Background: an optimization exercise with open tools, aiming at small area, a short achievable clock period and few clock cycles per item. Do not read the settings as production practice. At most, simulation tests tie the RTL to the original design; equivalence was not proved.

Setup of the baseline:
// xts_lane
module xts_lane (
  input  wire         clk,
  input  wire         rst,
  input  wire         cmd_valid,
  output wire         cmd_ready,
  input  wire [255:0] cmd_key1,    
  input  wire [255:0] cmd_key2,    
  input  wire [127:0] cmd_tweak,   
  input  wire [7:0]   cmd_nblk,    
  input  wire         in_valid,
  output wire         in_ready,
  input  wire [127:0] in_data,
  output wire         out_valid,
  input  wire         out_ready,
  output wire [127:0] out_data
);
Settings: LEC_CHECK=0, ABC_CLOCK_PERIOD_IN_PS=4000, CAP_MARGIN=20, CORE_MARGIN=2, CORE_UTILIZATION=50, PLACE_DENSITY=0.65, SETUP_SLACK_MARGIN=4.5, SLEW_MARGIN=20; clock period 8.5 ns.
run.sh (not shown) runs the stock make flow with config.mk's settings and CLKGATE_MAP_FILE= SYNTH_SCRIPT=/design/flow/synth_recipe.tcl, a recipe that flattens the netlist after the stock synthesis.
Testbench counts of the baseline, summed over its fixed seeds: cycles 65,742, blocks 9,216.
> inputs changed (the baseline -> the candidate)
-- flow/design.v --
<<< the baseline, line 361
  reg  [127:0] a0, a1;      
  reg  [191:0] b0, b1;      
  reg  [127:0] kp, kn;      
  reg  [47:0]  km;          
  reg  [255:0] ks;          
  reg  [127:0] tin, tout;   
>>> the candidate, line 361
  reg  [127:0] a0, a1;      
  reg  [191:0] b0, b1;      
  reg  [127:0] ko, ke;      
  reg  [15:0]  km;          
  reg  [255:0] ks;          
  reg  [127:0] tin, tout;   
<<< the baseline, line 370
  assign out_valid = ov;
  assign out_data  = qo;
  wire [127:0] rk0     = t[1] ? kn : kp;             
  wire [127:0] rk1     = t[1] ? kp : kn;             
  wire [127:0] sr0     = stage2_sr(b0);
  wire [127:0] e0_out  = mix_columns(sr0) ^ rk0;
  wire [127:0] sr1     = stage2_sr(b1);
  wire [127:0] ring    = mix_columns(sr1) ^ rk1;
  wire [127:0] fin     = sr1 ^ rk1 ^ ((mode == M_TW) ? 128'd0 : tout);
  wire         kev   = t[1];                           
  wire [127:0] kold  = (t[4:2] == 3'd0) ? ks[127:0] : kp;
  wire [31:0]  ksub  = {sbox_c(km[47:44], km[43:36]), sbox_c(km[35:32], km[31:24]),
                        sbox_c(km[23:20], km[19:12]), sbox_c(km[11:8], km[7:0])};
  wire [7:0]   rcon  = 8'd1 << t[4:2];
  wire [31:0]  kt    = kev ? ({ksub[7:0], ksub[31:8]} ^ {24'd0, rcon}) : ksub;
>>> the candidate, line 370
  assign out_valid = ov;
  assign out_data  = qo;
  wire [127:0] sr0     = stage2_sr(b0);
  wire [127:0] e0_out  = mix_columns(sr0) ^ ko;
  wire [127:0] sr1     = stage2_sr(b1);
  wire [127:0] ring    = mix_columns(sr1) ^ ke;
  wire [127:0] fin     = sr1 ^ ke ^ ((mode == M_TW) ? 128'd0 : tout);
  wire         kev   = t[1];                           
  wire [31:0]  knw   = kev ? ko[127:96] : ke[127:96];   
  wire [127:0] kold  = kev ? ((t[4:2] == 3'd0) ? ks[127:0] : ke) : ko;
  wire [31:0]  ksub  = {sbox_b(km[15:12], knw[31:24]), sbox_b(km[11:8], knw[23:16]),
                        sbox_b(km[7:4], knw[15:8]), sbox_b(km[3:0], knw[7:0])};
  wire [7:0]   rcon  = 8'd1 << t[4:2];
  wire [31:0]  kt    = kev ? ({ksub[7:0], ksub[31:8]} ^ {24'd0, rcon}) : ksub;
<<< the baseline, line 395
  wire rd        = ov & out_ready;
  wire acc       = ir & in_valid;
  wire ld        = ir | (mode == M_TWLD);
  wire [127:0] ld_mask = ks[127:0] ^ ((mode == M_TWLD) ? 128'd0 : tin);
  reg  [4:0] t_n;
  reg  [3:0] v_n;
>>> the candidate, line 394
  wire rd        = ov & out_ready;
  wire acc       = ir & in_valid;
  reg  [4:0] t_n;
  reg  [3:0] v_n;
<<< the baseline, line 440
  end
  always @(posedge clk) begin
    km <= {sbox_a(kn[127:120]), sbox_t(kn[127:120]), sbox_a(kn[119:112]), sbox_t(kn[119:112]),
           sbox_a(kn[111:104]), sbox_t(kn[111:104]), sbox_a(kn[103:96]), sbox_t(kn[103:96])};
    if (!stall) begin
      b0 <= stage1(a0);
      a1 <= e0_out;
      b1 <= stage1(a1);
      if (ld)
        a0 <= ((mode == M_TWLD) ? cmd_tweak : in_data) ^ ld_mask;
      else
        a0 <= ring;
      if (t[0]) begin
        kp <= kn;
        kn <= (t == 5'd1) ? ks[255:128] : knew;
      end
    end
>>> the candidate, line 437
  end
  always @(posedge clk) begin
    km <= {sbox_a(knw[31:24]), sbox_a(knw[23:16]), sbox_a(knw[15:8]), sbox_a(knw[7:0])};
    if (!stall) begin
      b0 <= stage1(a0);
      a1 <= e0_out;
      b1 <= stage1(a1);
      if (mode == M_TWLD)
        a0 <= cmd_tweak ^ ks[127:0];
      else if (ir)
        a0 <= in_data ^ tin ^ ks[127:0];
      else
        a0 <= ring;
      if (t == 5'd1)
        ko <= ks[255:128];
      else if (t[0] && t >= 5'd3) begin
        if (kev) ke <= knew;
        else     ko <= knew;
      end
    end
[summary]
For the candidate, the slowest library cell on the worst path was sky130_fd_sc_hd__xor3_2, unlike the baseline, where it was sky130_fd_sc_hd__xnor3_2. The candidate ends up with higher basic-gate share of the synthesized area counting and, or, nand and nor cells than the baseline does. Diff the baseline -> the candidate: cell area picked up an extra 5800 um^2. The run with more routed wire is the candidate, not the baseline. Comparing the candidate and the baseline, the higher core occupancy in the finished layout was measured on the candidate. The candidate ended up with ko[122] as its endpoint of the most critical setup path; the baseline ended up with kn[117]. The candidate ended up with a higher global-route usage than the baseline did.
The RTL of the candidate was laid out without a check of its function.

* * *

Setup of main:
xts_lane again, from the RTL that the note above started with.
Settings: LEC_CHECK=0, ABC_AREA=1, CAP_MARGIN=20, CORE_MARGIN=2, CORE_UTILIZATION=50, PLACE_DENSITY=0.65, SETUP_SLACK_MARGIN=4.5, SLEW_MARGIN=20; clock period 8.5 ns.
The flow did not stop early for main: all stages ran, and the layout cleared the timing, design-rule and antenna checks.
Testbench counts of main, summed over its fixed seeds: cycles 65,742, blocks 9,216.
Edits applied to the flow inputs when going from main to the feature branch:
-- flow/design.v --
<<< main, line 361
  reg  [127:0] a0, a1;      
  reg  [191:0] b0, b1;      
  reg  [127:0] kp, kn;      
  reg  [47:0]  km;          
  reg  [255:0] ks;          
  reg  [127:0] tin, tout;   
>>> the feature branch, line 361
  reg  [127:0] a0, a1;      
  reg  [191:0] b0, b1;      
  reg  [127:0] ko, ke;      
  reg  [15:0]  km;          
  reg  [255:0] ks;          
  reg  [127:0] tin, tout;   
<<< main, line 370
  assign out_valid = ov;
  assign out_data  = qo;
  wire [127:0] rk0     = t[1] ? kn : kp;             
  wire [127:0] rk1     = t[1] ? kp : kn;             
  wire [127:0] sr0     = stage2_sr(b0);
  wire [127:0] e0_out  = mix_columns(sr0) ^ rk0;
  wire [127:0] sr1     = stage2_sr(b1);
  wire [127:0] ring    = mix_columns(sr1) ^ rk1;
  wire [127:0] fin     = sr1 ^ rk1 ^ ((mode == M_TW) ? 128'd0 : tout);
  wire         kev   = t[1];                           
  wire [127:0] kold  = (t[4:2] == 3'd0) ? ks[127:0] : kp;
  wire [31:0]  ksub  = {sbox_c(km[47:44], km[43:36]), sbox_c(km[35:32], km[31:24]),
                        sbox_c(km[23:20], km[19:12]), sbox_c(km[11:8], km[7:0])};
  wire [7:0]   rcon  = 8'd1 << t[4:2];
  wire [31:0]  kt    = kev ? ({ksub[7:0], ksub[31:8]} ^ {24'd0, rcon}) : ksub;
>>> the feature branch, line 370
  assign out_valid = ov;
  assign out_data  = qo;
  wire [127:0] sr0     = stage2_sr(b0);
  wire [127:0] e0_out  = mix_columns(sr0) ^ ko;
  wire [127:0] sr1     = stage2_sr(b1);
  wire [127:0] ring    = mix_columns(sr1) ^ ke;
  wire [127:0] fin     = sr1 ^ ke ^ ((mode == M_TW) ? 128'd0 : tout);
  wire         kev   = t[1];                           
  wire [31:0]  knw   = kev ? ko[127:96] : ke[127:96];   
  wire [127:0] kold  = kev ? ((t[4:2] == 3'd0) ? ks[127:0] : ke) : ko;
  wire [31:0]  ksub  = {sbox_b(km[15:12], knw[31:24]), sbox_b(km[11:8], knw[23:16]),
                        sbox_b(km[7:4], knw[15:8]), sbox_b(km[3:0], knw[7:0])};
  wire [7:0]   rcon  = 8'd1 << t[4:2];
  wire [31:0]  kt    = kev ? ({ksub[7:0], ksub[31:8]} ^ {24'd0, rcon}) : ksub;
<<< main, line 395
  wire rd        = ov & out_ready;
  wire acc       = ir & in_valid;
  wire ld        = ir | (mode == M_TWLD);
  wire [127:0] ld_mask = ks[127:0] ^ ((mode == M_TWLD) ? 128'd0 : tin);
  reg  [4:0] t_n;
  reg  [3:0] v_n;
>>> the feature branch, line 394
  wire rd        = ov & out_ready;
  wire acc       = ir & in_valid;
  reg  [4:0] t_n;
  reg  [3:0] v_n;
<<< main, line 440
  end
  always @(posedge clk) begin
    km <= {sbox_a(kn[127:120]), sbox_t(kn[127:120]), sbox_a(kn[119:112]), sbox_t(kn[119:112]),
           sbox_a(kn[111:104]), sbox_t(kn[111:104]), sbox_a(kn[103:96]), sbox_t(kn[103:96])};
    if (!stall) begin
      b0 <= stage1(a0);
      a1 <= e0_out;
      b1 <= stage1(a1);
      if (ld)
        a0 <= ((mode == M_TWLD) ? cmd_tweak : in_data) ^ ld_mask;
      else
        a0 <= ring;
      if (t[0]) begin
        kp <= kn;
        kn <= (t == 5'd1) ? ks[255:128] : knew;
      end
    end
>>> the feature branch, line 437
  end
  always @(posedge clk) begin
    km <= {sbox_a(knw[31:24]), sbox_a(knw[23:16]), sbox_a(knw[15:8]), sbox_a(knw[7:0])};
    if (!stall) begin
      b0 <= stage1(a0);
      a1 <= e0_out;
      b1 <= stage1(a1);
      if (mode == M_TWLD)
        a0 <= cmd_tweak ^ ks[127:0];
      else if (ir)
        a0 <= in_data ^ tin ^ ks[127:0];
      else
        a0 <= ring;
      if (t == 5'd1)
        ko <= ks[255:128];
      else if (t[0] && t >= 5'd3) begin
        if (kev) ke <= knew;
        else     ko <= knew;
      end
    end
Results
- Compared with main, in the feature branch setup slack picked up an extra 0.0048 ns.
- For the delay of the slowest cell on the worst path, the feature branch came in 0.07 ns lower than main did.
- The feature branch vs. main: number of standard-cell rows in the floorplan lower, number of diodes went down.
- The run with more routed wire is main, not the feature branch.
- The critical path required time reported for the feature branch is greater than that of main by 0.09 ns.
Only the layout flow was run in the feature branch; the RTL was not checked for function there.

[re-timing with driven ports]
The results above use ideal ports. As a check the final layouts listed here were re-extracted and re-timed, cells and wires unchanged.
Step 1 assumes that a clkbuf_16 drives the clock port and a buf_2 every other input.
Step 2 also shifts input and output timing later by t, the mid clock arrival at the registers, as if the neighbouring blocks saw the same clock.
a / b / c = no drivers / after step 1 / after step 2; a / b = the first two.
run | t, ns | slack for setup (ns) | worst data-port slew with drivers (ns)
the baseline | 0.990 | 4.432 / 4.432 / 4.169 | 0.22
the candidate | 1.012 | 4.306 / 4.306 / 3.653 | 0.38
main | 1.027 | 4.412 / 4.412 / 3.655 | 0.28
the feature branch | 1.005 | 4.416 / 4.416 / 3.865 | 0.15
After both steps setup and hold are still met in every run listed. The setup slack of main, which loses most, moves by 0.000 ns with the drivers and by -0.757 ns with both steps.
